This is an optimization exercise on Yosys and OpenROAD, whose aim is small area and a short achievable clock period, not a production implementation. The RTL was checked by simulation tests, not by an equivalence proof against the original design.

**flow/design.v**
```verilog
module kbfly_srt4 (
    input  wire [23:0] s_in,
    input  wire [23:0] c_in,     
    input  wire [1:0]  bits,
    input  wire [22:0] d,
    input  wire [27:0] m,        
    output wire [23:0] s_out,
    output wire [23:0] c_out
);
    wire [6:0] ye = s_in[23:17] + c_in[23:17];
    function automatic ge7(input [6:0] x, input [6:0] t);
        integer j;
        reg c;
        reg [6:0] xa, tb;
        begin
            xa = {~x[6], x[5:0]};
            tb = ~{~t[6], t[5:0]};
            c = 1'b1;
            for (j = 0; j < 7; j = j + 1)
                c = (xa[j] & tb[j]) | (xa[j] & c) | (tb[j] & c);
            ge7 = c;
        end
    endfunction
    wire gm1 = ge7(ye, m[6:0]);
    wire g0  = ge7(ye, m[13:7]);
    wire gp1 = ge7(ye, m[20:14]);
    wire gp2 = ge7(ye, m[27:21]);
    wire pos = gp1;
    wire two = gp2 | ~gm1;
    wire one = (gp1 & ~gp2) | (gm1 & ~g0);
    wire [25:0] y_s = {s_in, bits};
    wire [25:0] y_c = {c_in, 1'b0, pos};    
    wire [23:0] d1 = {1'b0, d};
    wire [23:0] d2 = {d, 1'b0};
    wire [23:0] op = ((d1 & {24{one}}) | (d2 & {24{two}})) ^ {24{pos}};
    wire [23:0] a = y_s[23:0], b = y_c[23:0];
    wire [23:0] sm = a ^ b ^ op;
    wire [23:0] cy = (a & b) | (a & op) | (b & op);
    assign s_out = sm;
    assign c_out = {cy[22:0], 1'b0};
endmodule
module kbfly_srt4_thr (
    input  wire [22:0] d,
    output wire [27:0] m
);
    localparam [15:0] T1A = 16'b1111_1111_1000_0000;    
    localparam [15:0] T1B = 16'b1110_0000_0000_0000;    
    localparam [79:0] M2T = {5'd22, 5'd21, 5'd20, 5'd20, 5'd19, 5'd18, 5'd18, 5'd17,
                             5'd16, 5'd16, 5'd15, 5'd14, 5'd14, 5'd13, 5'd12, 5'd12};
    wire [3:0] k  = d[21:18];
    wire [4:0] m2l = M2T[5*k +: 5];
    wire [6:0] m2 = {2'b00, m2l};                                 
    wire [6:0] m1 = {4'b0000, 1'b1, T1B[k], T1A[k] & ~T1B[k]};    
    assign m = {m2, m1, ~m1, ~m2};
endmodule
module kbfly_rca #(
    parameter N = 8
) (
    input  wire [N-1:0] a,
    input  wire [N-1:0] b,
    input  wire         ci,
    output wire [N-1:0] s
);
    wire [N:0] c;
    assign c[0] = ci;
    genvar i;
    generate
        for (i = 0; i < N; i = i + 1) begin : g
            assign s[i]   = a[i] ^ b[i] ^ c[i];
            assign c[i+1] = (a[i] & b[i]) | (a[i] & c[i]) | (b[i] & c[i]);
        end
    endgenerate
endmodule
module kbfly_mul (
    input  wire [23:0] w,
    input  wire [24:0] m,
    output wire [47:0] p
);
    wire [25:0] m1 = {m[24], m};
    wire [25:0] m2 = {m, 1'b0};
    reg  [47:0] rows [0:12];
    integer j;
    reg [2:0] g;
    reg one, two, neg;
    reg [25:0] sel;
    always @* begin
        for (j = 0; j < 12; j = j + 1) begin
            g   = {w[2*j+1], w[2*j], (j == 0) ? 1'b0 : w[2*j-1]};
            neg = g[2];
            one = g[1] ^ g[0];
            two = (g == 3'b100) | (g == 3'b011);
            sel = ({26{one}} & m1) | ({26{two}} & m2);
            sel = sel ^ {26{neg}};
            sel[25] = ~sel[25];
            rows[j] = {22'd0, sel} << (2 * j);
        end
        rows[12] = 48'd0;
        for (j = 0; j < 12; j = j + 1) begin
            g   = {w[2*j+1], w[2*j], (j == 0) ? 1'b0 : w[2*j-1]};
            neg = g[2];
            rows[12][2*j] = neg;
        end
    end
    localparam [47:0] K = 48'h0 - (48'd5592405 << 25);
    wire [47:0] cs_s [0:13];
    wire [47:0] cs_c [0:13];
    assign cs_s[0] = K;
    assign cs_c[0] = rows[12];
    genvar k;
    generate
        for (k = 0; k < 12; k = k + 1) begin : acc
            wire [47:0] x = cs_s[k], y = cs_c[k], z = rows[k];
            wire [47:0] cy = (x & y) | (x & z) | (y & z);
            assign cs_s[k+1] = x ^ y ^ z;
            assign cs_c[k+1] = {cy[46:0], 1'b0};
        end
    endgenerate
    kbfly_rca #(.N(48)) u_cpa (.a(cs_s[12]), .b(cs_c[12]), .ci(1'b0), .s(p));
endmodule
module kbfly (
    input  wire        clk,
    input  wire        rst,         
    input  wire        mq_we,
    input  wire [22:0] mq_wdata,
    input  wire        trig,
    input  wire [1:0]  form,        
    input  wire        centre,
    input  wire        zen,
    input  wire [31:0] w,           
    input  wire [31:0] a,           
    input  wire [31:0] b,           
    output wire        err,         
    output reg         res_valid,   
    output reg         z_we,        
    output wire [31:0] ra,
    output wire [31:0] rb
);
    reg        qok;
    reg [21:0] dlo;
    reg [4:0]  sh;
    reg [22:0] nq;
    reg [4:0]  ns;
    always @* begin
        nq = mq_wdata;
        ns = 5'd0;
        if (nq[22:7] == 16'd0) begin nq = nq << 16; ns[4] = 1'b1; end
        if (nq[22:15] == 8'd0) begin nq = nq << 8;  ns[3] = 1'b1; end
        if (nq[22:19] == 4'd0) begin nq = nq << 4;  ns[2] = 1'b1; end
        if (nq[22:21] == 2'd0) begin nq = nq << 2;  ns[1] = 1'b1; end
        if (nq[22] == 1'b0)    begin nq = nq << 1;  ns[0] = 1'b1; end
    end
    always @(posedge clk) begin
        if (rst)
            qok <= 1'b0;
        else if (mq_we)
            qok <= mq_wdata[0] & (mq_wdata[22:1] != 22'd0);
        if (mq_we) begin
            dlo <= nq[21:0];
            sh  <= ns;
        end
    end
    wire [22:0] d = {1'b1, dlo};
    wire [27:0] thr;
    kbfly_srt4_thr u_thr (.d(d), .m(thr));
    assign err = trig & (form[1] | ~qok);
    wire   go  = trig & ~err;
    reg [2:0] v_p;
    reg [2:0] z_p;
    reg [2:0] gs_p;
    reg [2:0] c_p;
    always @(posedge clk) begin
        if (rst) begin
            v_p <= 3'd0;
            z_p <= 3'd0;
        end else begin
            v_p <= {v_p[1:0], go};
            z_p <= {z_p[1:0], go & zen};
        end
        gs_p <= {gs_p[1:0], form[0]};
        c_p  <= {c_p[1:0], centre};
    end
    wire        gs = form[0];
    wire [24:0] ax = {a[23], a[23:0]};
    wire [24:0] bx = {b[23], b[23:0]};
    wire [24:0] x0, m0;
    kbfly_rca #(.N(25)) u_x (.a(ax), .b(bx & {25{gs}}), .ci(1'b0), .s(x0));
    kbfly_rca #(.N(25)) u_m (.a(ax & {25{gs}}), .b(bx ^ {25{gs}}), .ci(gs), .s(m0));
    reg [24:0] s1_x, s1_m;
    reg [23:0] s1_w;
    always @(posedge clk) begin
        s1_x <= x0;
        s1_m <= m0;
        s1_w <= w[23:0];
    end
    wire [47:0] prod;
    kbfly_mul u_mul (.w(s1_w), .m(s1_m), .p(prod));
    wire [68:0] pn = {{21{prod[47]}}, prod} << sh;
    wire [45:0] xn = {{21{s1_x[24]}}, s1_x} << sh;
    localparam KP1 = 8;     
    localparam KP2 = 19;    
    wire [23:0] xs [0:12];
    wire [23:0] xc [0:12];
    assign xs[0] = {{2{xn[45]}}, xn[45:24]};
    assign xc[0] = 24'd0;
    genvar k;
    generate
        for (k = 0; k < 12; k = k + 1) begin : x1
            kbfly_srt4 u (.s_in(xs[k]), .c_in(xc[k]), .bits(xn[23-2*k -: 2]), .d(d), .m(thr),
                          .s_out(xs[k+1]), .c_out(xc[k+1]));
        end
    endgenerate
    wire [23:0] xw;
    kbfly_rca #(.N(24)) u_xw (.a(xs[12]), .b(xc[12]), .ci(1'b0), .s(xw));
    wire [23:0] ps [0:23];
    wire [23:0] pc [0:23];
    reg  [23:0] s2_ps, s2_pc, s2_xw;
    reg  [45-2*KP1:0] s2_pn;
    reg  [23:0] s3_ps, s3_pc;
    reg  [45-2*KP2:0] s3_pn;
    reg  [22:0] s3_sx;
    assign ps[0] = {{2{pn[68]}}, pn[68:46]};
    assign pc[0] = 24'd0;
    generate
        for (k = 0; k < 23; k = k + 1) begin : p
            wire [23:0] si = (k == KP1) ? s2_ps : (k == KP2) ? s3_ps : ps[k];
            wire [23:0] ci = (k == KP1) ? s2_pc : (k == KP2) ? s3_pc : pc[k];
            wire [1:0]  bi;
            if (k < KP1)      assign bi = pn[45-2*k -: 2];
            else if (k < KP2) assign bi = s2_pn[45-2*k -: 2];
            else              assign bi = s3_pn[45-2*k -: 2];
            kbfly_srt4 u (.s_in(si), .c_in(ci), .bits(bi), .d(d), .m(thr),
                          .s_out(ps[k+1]), .c_out(pc[k+1]));
        end
    endgenerate
    always @(posedge clk) begin
        s2_ps <= ps[KP1];
        s2_pc <= pc[KP1];
        s2_pn <= pn[45-2*KP1:0];
        s2_xw <= xw;
    end
    wire [23:0] sx_t;
    kbfly_rca #(.N(24)) u_xc (.a(s2_xw), .b({1'b0, d & {23{s2_xw[23]}}}), .ci(1'b0), .s(sx_t));
    always @(posedge clk) begin
        s3_ps <= ps[KP2];
        s3_pc <= pc[KP2];
        s3_pn <= s2_pn[45-2*KP2:0];
        s3_sx <= sx_t[22:0];
    end
    wire [23:0] pw, pr_t;
    kbfly_rca #(.N(24)) u_pw (.a(ps[23]), .b(pc[23]), .ci(1'b0), .s(pw));
    kbfly_rca #(.N(24)) u_pr (.a(pw), .b({1'b0, d & {23{pw[23]}}}), .ci(1'b0), .s(pr_t));
    wire [22:0] rr = pr_t[22:0];
    wire [22:0] sx = s3_sx;
    wire [23:0] sum;
    kbfly_rca #(.N(24)) u_sum (.a({1'b0, sx}), .b({1'b0, rr}), .ci(1'b0), .s(sum));
    wire [24:0] sumd;
    kbfly_rca #(.N(25)) u_sumd (.a({1'b0, sum}), .b(~{2'b00, d}), .ci(1'b1), .s(sumd));
    wire [22:0] ct_a = sumd[24] ? sum[22:0] : sumd[22:0];
    wire [23:0] dif;
    kbfly_rca #(.N(24)) u_dif (.a({1'b0, sx}), .b(~{1'b0, rr}), .ci(1'b1), .s(dif));
    wire [23:0] difd;
    kbfly_rca #(.N(24)) u_difd (.a(dif), .b({1'b0, d & {23{dif[23]}}}), .ci(1'b0), .s(difd));
    wire [22:0] ct_b = difd[22:0];
    wire gs3 = gs_p[2];
    wire ce3 = c_p[2];
    wire [22:0] va = gs3 ? sx : ct_a;
    wire [22:0] vb = gs3 ? rr : ct_b;
    function automatic ge24(input [23:0] x, input [23:0] t);
        integer j;
        reg c;
        reg [23:0] tb;
        begin
            tb = ~t;
            c = 1'b1;
            for (j = 0; j < 24; j = j + 1)
                c = (x[j] & tb[j]) | (x[j] & c) | (tb[j] & c);
            ge24 = c;
        end
    endfunction
    wire [23:0] ca_t, cb_t;
    kbfly_rca #(.N(24)) u_ca (.a({1'b0, va}), .b(~{1'b0, d}), .ci(1'b1), .s(ca_t));
    kbfly_rca #(.N(24)) u_cb (.a({1'b0, vb}), .b(~{1'b0, d}), .ci(1'b1), .s(cb_t));
    wire hi_a = ge24({va, 1'b0}, {1'b0, d});
    wire hi_b = ge24({vb, 1'b0}, {1'b0, d});
    wire [23:0] oa = (ce3 & hi_a) ? ca_t : {1'b0, va};
    wire [23:0] ob = (ce3 & hi_b) ? cb_t : {1'b0, vb};
    wire [47:0] ua_w = {{24{oa[23]}}, oa} >> sh;
    wire [47:0] ub_w = {{24{ob[23]}}, ob} >> sh;
    wire [23:0] ua = ua_w[23:0];
    wire [23:0] ub = ub_w[23:0];
    reg [23:0] ra_r, rb_r;
    always @(posedge clk) begin
        if (rst) begin
            res_valid <= 1'b0;
            z_we      <= 1'b0;
            ra_r      <= 24'd0;
            rb_r      <= 24'd0;
        end else begin
            res_valid <= v_p[2];
            z_we      <= z_p[2];
            if (v_p[2]) begin
                ra_r <= ua;
                rb_r <= ub;
            end
        end
    end
    assign ra = {{8{ra_r[23]}}, ra_r};
    assign rb = {{8{rb_r[23]}}, rb_r};
endmodule
```
**flow/standard.sh**
```bash
#!/bin/bash
# synth_recipe.tcl (not shown) runs the flow's synth.tcl, then flattens the netlist and writes it again
# the make line also repeats each setting of config.mk as NAME=value (left out here)
make -C /OpenROAD-flow-scripts/flow DESIGN_CONFIG=/design/flow/config.mk WORK_HOME=/design/flow/orfs CLKGATE_MAP_FILE= SYNTH_SCRIPT=/design/flow/synth_recipe.tcl "${@:-finish}"
```
**flow/flow/run.sh**
```bash
#!/bin/bash
# Own layout flow: the standard flow (standard.sh, with its standard synthesis)
# with one change: buffer_ports uses sky130_fd_sc_hd__buf_2 instead of its default
# delay buffer. Every input and output port still gets its own buffer.
# Each tool's output goes to the ORFS logs under orfs/logs; make's output to flow.log.
set -euo pipefail
W=$(pwd)
bash "$W/standard.sh" "BUFFER_PORTS_ARGS=-buffer_cell sky130_fd_sc_hd__buf_2" finish > "$W/flow.log" 2>&1
```
**flow/config.mk**
```make
export PLATFORM = sky130hd
export DESIGN_NAME = kbfly
export DESIGN_NICKNAME = kbfly
export VERILOG_FILES = /design/flow/design.v
export SDC_FILE = /design/flow/constraint.sdc
export NUM_CORES = 4
export LEC_CHECK = 0
export ABC_AREA = 1
export CAP_MARGIN = 20
export CORE_MARGIN = 2
export CORE_UTILIZATION = 40
export SLEW_MARGIN = 20
```
**flow/constraint.sdc**
```tcl
create_clock -name core_clock -period 170.0 [get_ports {clk}]
set_input_delay 34.0000 -clock core_clock [delete_from_list [all_inputs] [get_ports {clk}]]
set_output_delay 34.0000 -clock core_clock [all_outputs]
set_load 0.01 [all_outputs]
```
==> results of run 1 <==
Yosys cell counts, drive strengths merged (28+ instances only):
| library cell | instances | area share |
|---|---|---|
| ha | 470 | 0.070 |
| nand2 | 1656 | 0.077 |
| mux2i | 89 | 0.011 |
| o22ai | 1012 | 0.075 |
| nand3 | 356 | 0.023 |
| a21oi | 340 | 0.021 |
| dfxtp | 316 | 0.075 |
| xnor2 | 205 | 0.021 |
| o21ai | 752 | 0.045 |
| a31oi | 47 | 0.0035 |
| a211oi | 48 | 0.0043 |
| xor2 | 990 | 0.10 |
| nor3 | 67 | 0.0040 |
| clkinv | 28 | 0.0013 |
| clkbuf | 482 | 0.021 |
| nand4 | 45 | 0.0035 |
| o221ai | 46 | 0.0048 |
| buf | 284 | 0.018 |
| inv | 1668 | 0.074 |
| or2 | 62 | 0.0047 |
| fa | 1235 | 0.29 |
| o211ai | 73 | 0.0065 |
| nor2 | 359 | 0.016 |
flip-flops by register name, summed over array words and instances (netlist names), 24 cells and up:
name	flops
s2_ps	24
s1_x	25
s2_xw	24
rb_r	24
s1_m	25
s3_ps	24
ra_r	24
s1_w	24
s2_pn	30
cells by family (layout without fill, tap and decap cells):
family                   count (synthesis)  count (layout)  synth area share
other                                    0               4                 0
AND/OR/NAND/NOR                       2575            2575             0.131
adder cells (fa/ha/maj)               1718            1718             0.364
AO/OA/AOI/OAI                         2414            2414             0.169
flip-flops                             343             343            0.0846
XOR/XNOR                              1195            1195             0.125
buffers and inverters                 2462            2113             0.115
multiplexers                            92              92            0.0110
worst register-to-register path, delay by kind of cell, from the launching register on:
family	cells	cell delay, ns
adders and majority gates	60	21.77
and+or+nand+nor	68	12.25
DFF	1	0.32
AOI/OAI and AO/OA	40	8.96
xor gates and xnor gates	19	4.67
buffers and inverters	47	8.43
per-stage QoR:
| step | util |
|---|---|
| 2_1_floorplan | - |
| 3_3_place_gp | 0.414 |
| 3_5_place_dp | 0.414 |
| 4_1_cts | 0.421 |
| 5_1_grt | 0.421 |
| 6_report | 0.421 |
layout make-up:
cell class	instances	area, um^2	share of cell area
Antenna cell	4	10.0	0.000113
Multi-Input combinational cell	7994	67600	0.766
Inverter	1696	6380	0.0724
Clock inverter	20	268	0.00303
Sequential cell	343	7140	0.0809
Tap cell	2805	3510	0.0398
Clock buffer	57	1200	0.0136
Timing Repair Buffer	340	2160	0.0245
how the worst min path moves through the flow:
stage / startpoint / end / slack [ns] / cells past startpoint
2_1_floorplan: c_p[0] / c_p[1] / 0.31 / 0
3_3_place_gp: gs_p[1] / gs_p[2] / 0.31 / 0
3_5_place_dp: gs_p[1] / gs_p[2] / 0.31 / 0
4_1_cts: gs_p[1] / gs_p[2] / 0.33 / 0
5_1_grt: c_p[0] / c_p[1] / 0.33 / 0
6_report: c_p[0] / c_p[1] / 0.33 / 0
per-layer routing:
| layer | vias to the layer above | track usage | routed length [um] |
|---|---|---|---|
| met2 | 2994 | 0.396 | 123000 |
| li1 | 34300 | - | - |
| met4 | 12 | 0.112 | 14300 |
| met3 | 535 | 0.0408 | 21600 |
| met1 | 36700 | 0.344 | 120000 |
| met5 | - | 0 | 72 |
==> results.toml, run 1 <==
[synth]
synthArstFlopShare = 0
synthesis.area_um2 = 84300
synth_cells = 10800
ys_warn_count = 5
ys_types = 76
synth_ff_type = "dfxtp_1"
syn_nets = 12600
synth-seq-cells = 343
avgSynthCellArea_um2 = 7.81
synth-edff-count = 27
ys_seq_area_frac = 0.0846

[critical_path]
cp_slowest_cell = "buf_2"
end_kind = "output pin"
crit_path_start_kind = "primary input"
arrival_ns = 34.35
max_stage_delay_ns = 0.14
cp_max_fo = 2
cp-startpoint = "form[1]"
r2r-start = "sh[2]"
worstReg2RegEnd = "s2_xw[23]"
cp_num_cells = 4
crit_top_cell = "buf_2"
r2r_cells = 234
crit_path_cell_trace = "buf_2 -> inv_1 -> a21oi_1 -> buf_2"
required_ns = 136.00
crit_family = "buffers and inverters"
reg2reg_slack_ns = 113.44
critPathKind = "in2out"
worstSetupEndpoint = "err"
critPathBufInv = 3

[clock_tree]
post_cts_resized = 0
clock_latency_ns = 0.64
cts-buffers-inserted = 42
ctsHoldBuffers = 0
cts_sinks = 343
cts-root-buf = "clkbuf_16"
cts_setup_buffers = 0
clk_pin_slew_ns = 0.05
clk_path_buf_depth = 3
cts_tree = "yes"
h-tree-depth = 2

[sta]
tightest_slew_ns = 1.36
holdWs_ns = 0.326
finalHoldViolCount = 0
period_needed_ns = 68.35
setup_tns_ns = 0
max_freq_ghz = 0.0146
post-route-period-util = 0.402
drv_slew = 0
grt_setup_unrepaired = "no"
relSlewSlack = 0.0866
setup_violations = 0
skew_ns = 0.0436
layout_setup_ws_ns = 101.65

[route]
drtIter0Drc = 6499
vias_per_cell = 5.62
antenna_left = 0
drc_errors = 0
via_count = 74600
wirelength_mm = 279
drt-pass1-iter-count = 6
post_drt_wl_per_cell_um = 21.0

[floorplan]
dieHeight_um = 463
start_util = 0.402
core_area_um2 = 210000
dieArea_um2 = 215000
io_pins = 194
rows = 168
fp.dieW_um = 463

[final_layout]
final_nets = 12200
area_growth_pct = 4.63
n_fill_cell = 21200
drive_above_1_share = 0.0688
final_common_cell = "inv_1"
fin_cells = 13300
fin_area_um2 = 88200
final_cell_mix = "inv_1 (1606), nand2_1 (1547), fa_1 (1235), o22ai_1 (1011), xor2_1 (985)"

[place]
port_buffers = 169
hpwl_mm = 221
post-place-cells = 13200
pre_cts_ws_ns = 101.65
postPlaceCellArea_um2 = 86800
gp_congestion = 0.942

[global_routing]
grt.overflow.total = 0
grt_pass1_wl_mm = 432
grt_pass1_vias = 73500
antenna_found_initial = 13
grt_util_all_layers = 0.253
grt_max_degree = 117

[run_status]
status = "complete, no violations"

[job]
drv_cap = 0

[worst_hold_path]
hold_class = "reg2reg"
==> run 2: changes to the inputs <==
--- a/flow/config.mk
+++ b/flow/config.mk
@@ -8,5 +8,5 @@
 export ABC_AREA = 1
 export CAP_MARGIN = 20
 export CORE_MARGIN = 2
-export CORE_UTILIZATION = 40
+export CORE_UTILIZATION = 55
 export SLEW_MARGIN = 20
==> run 2 against run 1 <==
Flip-flop and latch count did not move. Setup slack worse by 0.010 ns. Critical path depth unchanged. Die area shrank 27%. Register-to-register slack better by 0.10 ns. Critical path type unchanged. Global-route usage up 10 points. Still clean on timing, DRC and antenna. Via count decreased by 0.18%. Design area fell by 0.97%.
==> results.toml, run 2 <==
[sta]
setup_violations = 0
period_needed_ns = 68.36
skew_ns = 0.0445
max_freq_ghz = 0.0146
relSlewSlack = 0.122
setup_tns_ns = 0
grt_setup_unrepaired = "no"
post-route-period-util = 0.402
finalHoldViolCount = 0
tightest_slew_ns = 1.30
drv_slew = 0
holdWs_ns = 0.310

[route]
drc_errors = 0
via_count = 74400
vias_per_cell = 5.96
post_drt_wl_per_cell_um = 22.3
drt-pass1-iter-count = 8
drtIter0Drc = 6769
wirelength_mm = 279
antenna_left = 0

[place]
postPlaceCellArea_um2 = 85800
gp_congestion = 0.967
port_buffers = 169
post-place-cells = 12400
hpwl_mm = 218

[critical_path]
worstSetupEndpoint = "err"
critPathKind = "in2out"
r2r_cells = 244
crit_path_start_kind = "primary input"
end_kind = "output pin"
cp_max_fo = 2
worstReg2RegEnd = "s2_xw[23]"
crit_family = "buffers and inverters"
cp_slowest_cell = "buf_2"
cp_num_cells = 4
crit_top_cell = "buf_2"
max_stage_delay_ns = 0.14
r2r-start = "dlo[18]"
crit_path_cell_trace = "buf_2 -> inv_1 -> a21oi_1 -> buf_2"
critPathBufInv = 3
required_ns = 136.00
cp-startpoint = "form[1]"
arrival_ns = 34.36
reg2reg_slack_ns = 113.54

[floorplan]
fp.dieW_um = 396
core_area_um2 = 152000
dieHeight_um = 396
rows = 143
dieArea_um2 = 156000
start_util = 0.555
io_pins = 194

[final_layout]
final_nets = 12300
fin_area_um2 = 87400
final_cell_mix = "inv_1 (1606), nand2_1 (1548), fa_1 (1235), o22ai_1 (1011), xor2_1 (985)"
regMostFlops = "s2_pn"
reg_top3 = "s2_pn: 30 flops, s1_m: 25 flops, s1_x: 25 flops"
final_core_util = 0.575
largest_reg_flops = 30
drive_above_1_share = 0.0691
fin_cells = 12500
area_growth_pct = 3.61
final_common_cell = "inv_1"

[synth]
ys_warn_count = 5
ys_types = 76
synth.top_cell.area_share = 0.293
syn_nets = 12600
synth_cells = 10800
synth_area_leaders = "fa_1 (29%), xor2_1 (10%), o22ai_1 (7.5%)"
avgSynthCellArea_um2 = 7.81
yosysMostFrequentCell = "inv_1"
synthesis.area_um2 = 84300
synth_ff_type = "dfxtp_1"
synth-seq-cells = 343
synth-edff-count = 27
ys_seq_area_frac = 0.0846
synth_area_leader_cell = "fa_1"
synthTopCellsByCount = "inv_1 (1614), nand2_1 (1548), fa_1 (1235)"
synthArstFlopShare = 0

[global_routing]
grt_util_all_layers = 0.355
grt_pass1_vias = 74200
grt.overflow.total = 0
grt_max_degree = 117
grt_pass1_wl_mm = 437
antenna_found_initial = 8

[clock_tree]
clk_path_buf_depth = 3
clock_latency_ns = 0.68
cts_sinks = 343
cts_setup_buffers = 0
cts-root-buf = "clkbuf_16"
cts-buffers-inserted = 44
clk_pin_slew_ns = 0.05
post_cts_resized = 0
cts_tree = "yes"
ctsHoldBuffers = 0
h-tree-depth = 2

[run_status]
status = "complete, no violations"

[job]
drv_cap = 0

[worst_hold_path]
hold_class = "reg2reg"
run 2: cell counts after synthesis:
Identical to the previous run, type by type.
run 2: final cells by class:
| type | instances | area, um^2 |
|---|---|---|
| Fill cell | 14400 | 64700 |
| Clock inverter | 18 | 278 |
| Inverter | 1696 | 6380 |
| Tap cell | 2030 | 2540 |
| Multi-Input combinational cell | 7994 | 67600 |
| Antenna cell | 9 | 22.5 |
| Timing Repair Buffer | 345 | 2190 |
| Sequential cell | 343 | 7140 |
| Clock buffer | 64 | 1260 |
run 2: layer usage:
layer,vias to the layer above,routed length (um),GRT usage
met2,3075,123000,0.552
met5,-,40,0
met4,6,12300,0.132
met3,506,24600,0.0697
met1,36500,119000,0.490
li1,34300,-,-
run 2: through the flow:
stage,setup slack (ns)
6_report,101.64
5_1_grt,101.59
4_1_cts,101.63
3_5_place_dp,101.64
3_3_place_gp,101.62
2_1_floorplan,101.77
run 2: logic make-up after synthesis:
kind of cell | Yosys count | share of synthesized area
multiplexers | 92 | 0.0110
flip-flops | 343 | 0.0846
XOR/XNOR | 1195 | 0.125
AND/OR/NAND/NOR | 2575 | 0.131
adder cells (fa/ha/maj) | 1718 | 0.364
buffers and inverters | 2462 | 0.115
AO/OA/AOI/OAI | 2414 | 0.169
run 2: worst register-to-register path: cells and delay by family (launching register included):
family,cells,cell delay (ns)
adder cells (fa/ha/maj),61,22.15
AND/OR/NAND/NOR,73,11.55
buffers and inverters,52,10.05
AO/OA/AOI/OAI,39,7.62
XOR/XNOR,19,4.64
flip-flops,1,0.33
run 2: worst min-delay path by stage:
stage	startpoint	endpoint	slack, ns	cells past startpoint
2_1_floorplan	c_p[0]	c_p[1]	0.31	0
3_3_place_gp	s2_pn[2]	s3_pn[2]	0.31	0
3_5_place_dp	gs_p[0]	gs_p[1]	0.31	0
4_1_cts	s2_pn[4]	s3_pn[4]	0.31	0
5_1_grt	s2_pn[4]	s3_pn[4]	0.31	0
6_report	s2_pn[4]	s3_pn[4]	0.31	0
==> run 3: changes to the inputs <==
--- a/flow/config.mk
+++ b/flow/config.mk
@@ -8,5 +8,6 @@
 export ABC_AREA = 1
 export CAP_MARGIN = 20
 export CORE_MARGIN = 2
-export CORE_UTILIZATION = 55
+export CORE_UTILIZATION = 40
+export CTS_BUF_LIST = sky130_fd_sc_hd__clkbuf_4 sky130_fd_sc_hd__clkbuf_8
 export SLEW_MARGIN = 20
==> run 3 against run 2 <==
Critical endpoint unchanged. Critical path depth unchanged. Via count increased by 0.49%. Highest routed layer unchanged. Non-clock buffer count decreased by 5. Setup slack improved by 0.010 ns. Largest cell class unchanged.
==> results.toml, run 3 <==
[floorplan]
dieArea_um2 = 215000
start_util = 0.402
fp.dieW_um = 463
rows = 168
io_pins = 194
dieHeight_um = 463
core_area_um2 = 210000

[critical_path]
arrival_ns = 34.35
cp_max_fo = 2
cp-startpoint = "form[1]"
r2r_cells = 230
r2r-start = "sh[2]"
required_ns = 136.00
end_kind = "output pin"
worstReg2RegEnd = "s2_xw[23]"
crit_path_start_kind = "primary input"
critPathKind = "in2out"
worstSetupEndpoint = "err"
reg2reg_slack_ns = 113.39

[sta]
skew_ns = 0.0821
post-route-period-util = 0.402
finalHoldViolCount = 0
drv_slew = 0
grt_setup_unrepaired = "no"
period_needed_ns = 68.35
setup_violations = 0
layout_setup_ws_ns = 101.65
tightest_slew_ns = 1.34
max_freq_ghz = 0.0146
setup_tns_ns = 0
relSlewSlack = 0.0985

[route]
drc_errors = 0
vias_per_cell = 5.62
drt-pass1-iter-count = 7
via_count = 74800
drtIter0Drc = 6492
post_drt_wl_per_cell_um = 21.0
antenna_left = 0
wirelength_mm = 280

[global_routing]
grt_pass1_wl_mm = 434
grt.overflow.total = 0
antenna_found_initial = 14
grt_util_all_layers = 0.255
grt_max_degree = 117
grt_pass1_vias = 73700

[place]
hpwl_mm = 221
port_buffers = 169
gp_congestion = 0.942
post-place-cells = 13200
pre_cts_ws_ns = 101.65

[final_layout]
reg_top3 = "s2_pn: 30 flops, s1_m: 25 flops, s1_x: 25 flops"
drive_above_1_share = 0.0740
regMostFlops = "s2_pn"
area_growth_pct = 4.97
final_core_util = 0.422
final_common_cell = "inv_1"
fin_cells = 13300
largest_reg_flops = 30
final_cell_mix = "inv_1 (1606), nand2_1 (1547), fa_1 (1235), o22ai_1 (1011), xor2_1 (985)"
final_nets = 12300

[clock_tree]
clock_latency_ns = 0.80
cts_sinks = 343
h-tree-depth = 3
cts-buffers-inserted = 69
cts_setup_buffers = 0
cts-root-buf = "clkbuf_8"
cts_tree = "yes"
clk_path_buf_depth = 3
post_cts_resized = 0
ctsHoldBuffers = 0
clk_pin_slew_ns = 0.06

[synth]
yosysMostFrequentCell = "inv_1"
synthesis.area_um2 = 84300
synth-edff-count = 27
avgSynthCellArea_um2 = 7.81
synth_area_leader_cell = "fa_1"
synthTopCellsByCount = "inv_1 (1614), nand2_1 (1548), fa_1 (1235)"
ys_seq_area_frac = 0.0846
synth_area_leaders = "fa_1 (29%), xor2_1 (10%), o22ai_1 (7.5%)"
synth_cells = 10800
ys_warn_count = 5
synth-seq-cells = 343
syn_nets = 12600
ys_types = 76
synthArstFlopShare = 0
synth_ff_type = "dfxtp_1"
synth.top_cell.area_share = 0.293

[worst_hold_path]
hold_class = "reg2reg"
worstHoldStart = "s2_pn[7]"

[job]
drv_cap = 0

[run_status]
status = "complete, no violations"
-- run 3: changes by cell type in the layout (fill, tap and decap cells not counted), moves of 6 or more --
cell,before,now
buf_4,173,167
bufinv_16,4,14
clkbuf_1,13,0
clkbuf_16,45,0
clkbuf_4,0,7
clkbuf_8,6,79
clkinv_2,7,18
-- run 3: per-stage QoR --
stage / cell area (um^2) / hold slack, ns
global route: 88500 / 0.331
detailed placement: 86800 / 0.312
floorplan: 84300 / 0.310
finish: 88500 / 0.327
global placement: 86800 / 0.312
CTS: 88500 / 0.326
-- run 3: worst min-delay path by stage --
| stage | endpoint | slack, ns | depth (start not counted) |
|---|---|---|---|
| after floorplan | c_p[1] | 0.31 | 0 |
| after global placement | gs_p[2] | 0.31 | 0 |
| after detailed placement | gs_p[2] | 0.31 | 0 |
| after CTS | s3_pn[3] | 0.33 | 0 |
| after global routing | s3_pn[3] | 0.33 | 0 |
| final | s3_pn[7] | 0.33 | 0 |
-- run 3: layer usage --
metal / share of wire / wire length (um) / GRT usage / up-vias
met3: 0.081 / 22600 / 0.0438 / 504
met1: 0.43 / 120000 / 0.345 / 36900
li1: - / - / - / 34400
met4: 0.047 / 13200 / 0.109 / 10
met5: 0.00020 / 57 / 0 / -
met2: 0.44 / 124000 / 0.399 / 3035
-- run 3: critical path: stages --
cell and delay [ns]:
buf_2 0.07, inv_1 0.04, a21oi_1 0.10, buf_2 0.14
-- run 3: layout make-up --
| cell class | instances | area, um^2 |
|---|---|---|
| multi-input cells | 7994 | 67600 |
| well taps | 2805 | 3510 |
| fillers | 21300 | 121000 |
| clock buffers | 86 | 1140 |
| repair buffers | 340 | 2160 |
| clock inverters | 41 | 603 |
| inverters | 1696 | 6380 |
| diodes | 9 | 22.5 |
| flip-flops and latches | 343 | 7140 |
-- run 3: logic make-up after synthesis --
group / count (synthesis) / synth area share
buffers and inverters: 2462 / 0.115
DFF: 343 / 0.0846
adders and majority gates: 1718 / 0.364
xor gates and xnor gates: 1195 / 0.125
muxes: 92 / 0.0110
AOI/OAI and AO/OA: 2414 / 0.169
and+or+nand+nor: 2575 / 0.131
==> run 4: changes to the inputs <==
--- a/flow/config.mk
+++ b/flow/config.mk
@@ -9,5 +9,5 @@
 export CAP_MARGIN = 20
 export CORE_MARGIN = 2
 export CORE_UTILIZATION = 40
-export CTS_BUF_LIST = sky130_fd_sc_hd__clkbuf_4 sky130_fd_sc_hd__clkbuf_8
+export CTS_BUF_LIST = sky130_fd_sc_hd__clkbuf_2 sky130_fd_sc_hd__clkbuf_4
 export SLEW_MARGIN = 20
==> run 4 against run 3 <==
Utilization is 0.26 points lower. Clock skew grew 0.080 ns. Area after synthesis stayed put. Fmax hardly changed. Sequential share of layout area is 0.050 points higher. Count of clock-buffer cells in the layout increased by 39. Global-route usage about the same. Register-to-register slack improved by 0.13 ns. Synthesized cell count unchanged. Critical endpoint unchanged. Largest cell class unchanged. Highest routed layer unchanged.
==> results.toml, run 4 <==
[critical_path]
max_stage_delay_ns = 0.14
end_kind = "output pin"
cp_slowest_cell = "buf_2"
critPathBufInv = 3
arrival_ns = 34.35
crit_path_cell_trace = "buf_2 -> inv_1 -> a21oi_1 -> buf_2"
crit_path_start_kind = "primary input"
r2r_cells = 231
required_ns = 136.00
crit_top_cell = "buf_2"
crit_family = "buffers and inverters"
critPathKind = "in2out"
cp_num_cells = 4
cp_max_fo = 2

[synth]
avgSynthCellArea_um2 = 7.81
yosysMostFrequentCell = "inv_1"
ys_warn_count = 5
synth_area_leaders = "fa_1 (29%), xor2_1 (10%), o22ai_1 (7.5%)"
synth.top_cell.area_share = 0.293
synth-edff-count = 27
synth_area_leader_cell = "fa_1"
synthArstFlopShare = 0
ys_types = 76
synthesis.area_um2 = 84300
synthTopCellsByCount = "inv_1 (1614), nand2_1 (1548), fa_1 (1235)"
syn_nets = 12600
synth-seq-cells = 343
ys_seq_area_frac = 0.0846
synth_cells = 10800
synth_ff_type = "dfxtp_1"

[final_layout]
area_growth_pct = 4.32
reg_top3 = "s2_pn: 30 flops, s1_m: 25 flops, s1_x: 25 flops"
final_cell_mix = "inv_1 (1606), nand2_1 (1547), fa_1 (1235), o22ai_1 (1011), xor2_1 (985)"
regArea_um2 = 7140
largest_reg_flops = 30
regMostFlops = "s2_pn"
multi_input_area_um2 = 67600
final_nets = 12300
drive_above_1_share = 0.0755
n_fill_cell = 21300
fin_cells = 13400
final_common_cell = "inv_1"

[worst_hold_path]
min_path_cells = 0
hold_class = "reg2reg"

[clock_tree]
ctsHoldBuffers = 0
cts-buffers-inserted = 96
clk_pin_slew_ns = 0.07
cts_sinks = 343
post_cts_resized = 0
h-tree-depth = 3
cts_tree = "yes"
cts_setup_buffers = 0
clock_latency_ns = 1.11
cts-root-buf = "clkbuf_4"
clk_path_buf_depth = 3

[sta]
finalHoldViolCount = 0
setup_tns_ns = 0
grt_setup_unrepaired = "no"
drv_slew = 0
relSlewSlack = 0.102
tightest_slew_ns = 1.33
max_freq_ghz = 0.0146
period_needed_ns = 68.35
post-route-period-util = 0.402
setup_violations = 0
skew_ns = 0.162

[floorplan]
fp.dieW_um = 463
dieArea_um2 = 215000
dieHeight_um = 463
start_util = 0.402
core_area_um2 = 210000
rows = 168
io_pins = 194

[global_routing]
grt_pass1_wl_mm = 433
grt_pass1_vias = 73900
grt_util_all_layers = 0.255
antenna_found_initial = 16
grt_max_degree = 117
grt.overflow.total = 0

[place]
gp_congestion = 0.942
port_buffers = 169
post-place-cells = 13200
hpwl_mm = 221

[route]
wirelength_mm = 280
drt-pass1-iter-count = 8
vias_per_cell = 5.63
post_drt_wl_per_cell_um = 21.0
antenna_left = 0
drtIter0Drc = 6586
via_count = 75100
drc_errors = 0

[job]
drv_cap = 0

[run_status]
status = "complete, no violations"
-- run 4: cell counts after synthesis --
Identical to the previous run, type by type.
-- run 4: worst paths after layout --
path                                   to  startpoint  slack (ns)
worst min-delay path              gs_p[1]     gs_p[0]        0.32
worst max register to register  s2_xw[23]       sh[2]      113.52
worst max-delay path                  err     form[1]      101.65
worst min register to register    gs_p[1]     gs_p[0]        0.32
-- run 4: per-layer routing --
metal / track usage / part of all wire / vias to the layer above
li1: - / - / 34500
met1: 0.344 / 0.43 / 37100
met2: 0.399 / 0.44 / 3035
met3: 0.0422 / 0.079 / 497
met5: 0 / 0.00027 / -
met4: 0.114 / 0.047 / 12
-- run 4: cells by family after synthesis --
kind of cell / count (synthesis) / synth area share
buf+inv: 2462 / 0.115
simple gates: 2575 / 0.131
compound gates: 2414 / 0.169
mux: 92 / 0.0110
flops: 343 / 0.0846
fa+ha+maj: 1718 / 0.364
xor+xnor: 1195 / 0.125
-- run 4: worst reg2reg max path, delay by kind of cell, from the launching register on --
kind,cells,cell delay [ns]
xor+xnor,20,4.93
fa+ha+maj,59,21.49
compound gates,41,9.18
simple gates,66,11.68
buf+inv,45,8.72
flops,1,0.33
-- run 4: through the flow --
| step | utilization | setup WS, ns | hold slack (ns) | area [um^2] |
|---|---|---|---|---|
| 6_report | 0.420 | 101.65 | 0.322 | 88000 |
| 2_1_floorplan | - | 101.77 | 0.310 | 84300 |
| 3_5_place_dp | 0.414 | 101.65 | 0.312 | 86800 |
| 5_1_grt | 0.420 | 101.60 | 0.325 | 88000 |
| 3_3_place_gp | 0.414 | 101.64 | 0.312 | 86800 |
| 4_1_cts | 0.420 | 101.64 | 0.323 | 88000 |
-- run 4: cell type report --
class | instances | share of cell area
Multi-Input combinational cell | 7994 | 0.768
Antenna cell | 10 | 0.000284
Inverter | 1696 | 0.0726
Timing Repair Buffer | 340 | 0.0246
Clock inverter | 39 | 0.00286
Sequential cell | 343 | 0.0811
Tap cell | 2805 | 0.0399
Clock buffer | 125 | 0.0107
==> run 5: changes to the inputs <==
--- a/flow/config.mk
+++ b/flow/config.mk
@@ -10,4 +10,5 @@
 export CORE_MARGIN = 2
 export CORE_UTILIZATION = 40
 export CTS_BUF_LIST = sky130_fd_sc_hd__clkbuf_2 sky130_fd_sc_hd__clkbuf_4
+export CTS_CLUSTER_SIZE = 30
 export SLEW_MARGIN = 20
==> run 5 against run 4 <==
Sequential share of layout area stayed put. Die area is the same. Largest cell class unchanged. Critical path type unchanged. Utilization unchanged. Design area stayed put. Highest routed layer unchanged. Critical endpoint unchanged. Register-to-register slack is essentially flat. Worst hold slack did not move. Area after synthesis unchanged. Flip-flop and latch count unchanged. Non-clock buffer count did not move. Still clean on timing, DRC and antenna.
==> results.toml, run 5 <==
[critical_path]
crit_top_cell = "buf_2"
cp-startpoint = "form[1]"
cp_slowest_cell = "buf_2"
r2r_cells = 231
required_ns = 136.00
arrival_ns = 34.35
max_stage_delay_ns = 0.14
worstReg2RegEnd = "s2_xw[23]"
r2r-start = "sh[2]"
crit_path_start_kind = "primary input"
cp_max_fo = 2
critPathKind = "in2out"
crit_path_cell_trace = "buf_2 -> inv_1 -> a21oi_1 -> buf_2"
reg2reg_slack_ns = 113.52
end_kind = "output pin"
worstSetupEndpoint = "err"

[synth]
synth-xor-area-share = 0.125
yosysMostFrequentCell = "inv_1"
ys_warn_count = 5
synthArstFlopShare = 0
synth_top_family_by_area = "adder cells"
syn_nets = 12600
synth_cells = 10800
ys_types = 76
synth-edff-count = 27
synth-seq-cells = 343
synth_ff_type = "dfxtp_1"
synth_compound_area_frac = 0.169
synth_area_leader_cell = "fa_1"
avgSynthCellArea_um2 = 7.81
synthTopCellsByCount = "inv_1 (1614), nand2_1 (1548), fa_1 (1235)"
ys_seq_area_frac = 0.0846
synthMuxAreaShare = 0.0110
synthesis.area_um2 = 84300
synth.top_cell.area_share = 0.293
yosys.area_share.simple = 0.131
yosys.area_share.adder = 0.364
synth_area_leaders = "fa_1 (29%), xor2_1 (10%), o22ai_1 (7.5%)"

[clock_tree]
h-tree-depth = 3
cts_setup_buffers = 0
clk_pin_slew_ns = 0.07
cts_tree = "yes"
cts-buffers-inserted = 96
cts_sinks = 343
post_cts_resized = 0
cts-root-buf = "clkbuf_4"
ctsHoldBuffers = 0
clk_path_buf_depth = 3
clock_latency_ns = 1.11

[route]
via_count = 75100
drtIter0Drc = 6586
post_drt_wl_per_cell_um = 21.0
vias_per_cell = 5.63
wirelength_mm = 280
drt-pass1-iter-count = 8
antenna_left = 0
drc_errors = 0

[floorplan]
io_pins = 194
start_util = 0.402
dieHeight_um = 463
fp.dieW_um = 463
dieArea_um2 = 215000
core_area_um2 = 210000
rows = 168

[sta]
drv_slew = 0
max_freq_ghz = 0.0146
post-route-period-util = 0.402
period_needed_ns = 68.35
layout_setup_ws_ns = 101.65
tightest_slew_ns = 1.33
grt_setup_unrepaired = "no"
relSlewSlack = 0.102
finalHoldViolCount = 0
setup_violations = 0
setup_tns_ns = 0
skew_ns = 0.162

[final_layout]
regMostFlops = "s2_pn"
final_common_cell = "inv_1"
area_growth_pct = 4.32
final_cell_mix = "inv_1 (1606), nand2_1 (1547), fa_1 (1235), o22ai_1 (1011), xor2_1 (985)"
reg_top3 = "s2_pn: 30 flops, s1_m: 25 flops, s1_x: 25 flops"
n_fill_cell = 21300
final_nets = 12300
drive_above_1_share = 0.0755
largest_reg_flops = 30

[global_routing]
grt_pass1_vias = 73900
grt_pass1_wl_mm = 433
grt_util_all_layers = 0.255
grt_max_degree = 117
grt.overflow.total = 0
antenna_found_initial = 16

[run_status]
status = "complete, no violations"

[place]
port_buffers = 169
pre_cts_ws_ns = 101.65
gp_congestion = 0.942
hpwl_mm = 221

[job]
drv_cap = 0

[worst_hold_path]
hold_class = "reg2reg"
run 5: cell counts after synthesis:
Identical to the previous run, type by type.
run 5: per-stage QoR:
stage | cell area, um^2 | instances | hold WS (ns) | utilization
floorplan | 84300 | 10800 | 0.310 | -
global placement | 86800 | 13200 | 0.312 | 0.414
detailed placement | 86800 | 13200 | 0.312 | 0.414
CTS | 88000 | 13300 | 0.323 | 0.420
global route | 88000 | 13300 | 0.325 | 0.420
finish | 88000 | 13400 | 0.322 | 0.420
run 5: metal layers:
| metal | vias up | global-route usage | routed length [um] |
|---|---|---|---|
| met5 | - | 0 | 75 |
| met4 | 12 | 0.114 | 13300 |
| met3 | 497 | 0.0422 | 22000 |
| met2 | 3035 | 0.399 | 124000 |
| met1 | 37100 | 0.344 | 120000 |
| li1 | 34500 | - | - |
run 5: final cells by class:
| cell class | count | area, um^2 | share of cell area |
|---|---|---|---|
| clock buffer | 125 | 938 | 0.0107 |
| multi-input combinational | 7994 | 67600 | 0.768 |
| tap | 2805 | 3510 | 0.0399 |
| timing repair buffer | 340 | 2160 | 0.0246 |
| sequential | 343 | 7140 | 0.0811 |
| inverter | 1696 | 6380 | 0.0726 |
| clock inverter | 39 | 251 | 0.00286 |
| antenna | 10 | 25.0 | 0.000284 |
run 5: worst min-delay path by stage:
stage                     slack (ns)       end      from  cells past startpoint
after global placement          0.31   gs_p[2]   gs_p[1]                      0
final                           0.32   gs_p[1]   gs_p[0]                      0
after floorplan                 0.31    c_p[1]    c_p[0]                      0
after detailed placement        0.31   gs_p[2]   gs_p[1]                      0
after CTS                       0.32   gs_p[1]   gs_p[0]                      0
after global routing            0.33  s3_pn[0]  s2_pn[0]                      0
run 5: cells by family (layout without fill, tap and decap cells):
kind of cell	count (synthesis)	count (layout)
DFF	343	343
muxes	92	92
adders and majority gates	1718	1718
xor gates and xnor gates	1195	1195
buffers and inverters	2462	2200
and+or+nand+nor	2575	2575
AOI/OAI and AO/OA	2414	2414
other	0	10
run 5: worst max-delay path: cells and delay by family:
family          cells  cell delay [ns]
compound gates      1             0.10
buf+inv             3             0.25

-- separate check: timing with driven ports --
The results above use ideal ports. As a check the final layouts listed here were re-extracted and re-timed, cells and wires unchanged. Step 1 assumes that a clkbuf_16 drives the clock port and a buf_2 every other input. Step 2 adds t to the input delays and takes it off the output delays; t is the mean of the earliest and latest rising clock arrival at the registers after step 1. Input paths then give back, and output paths get back, about the clock's delay inside the block. a / b / c = ideal ports / drivers / drivers and shift; a / b = the first two.
run | shift t [ns] | setup slack, ns | hold WS [ns] | latest minus earliest clock arrival (ns) | cell pins on the clock port's net
run 1 | 0.698 | 101.649 / 101.629 / 101.629 | 0.326 / 0.326 / 0.326 | 0.047 / 0.047 | 1
run 2 | 0.733 | 101.639 / 101.616 / 101.616 | 0.310 / 0.310 / 0.310 | 0.049 / 0.050 | 1
run 3 | 0.832 | 101.649 / 101.630 / 101.630 | 0.327 / 0.327 / 0.327 | 0.082 / 0.083 | 1
run 4 | 1.107 | 101.649 / 101.630 / 101.630 | 0.322 / 0.322 / 0.322 | 0.173 / 0.173 | 1
run 5 | 1.107 | 101.649 / 101.630 / 101.630 | 0.322 / 0.322 / 0.322 | 0.173 / 0.173 | 1
After both steps every run listed still meets setup and hold. The setup slack of run 2, which loses most, moves by -0.023 ns with the drivers and by -0.023 ns with both steps.
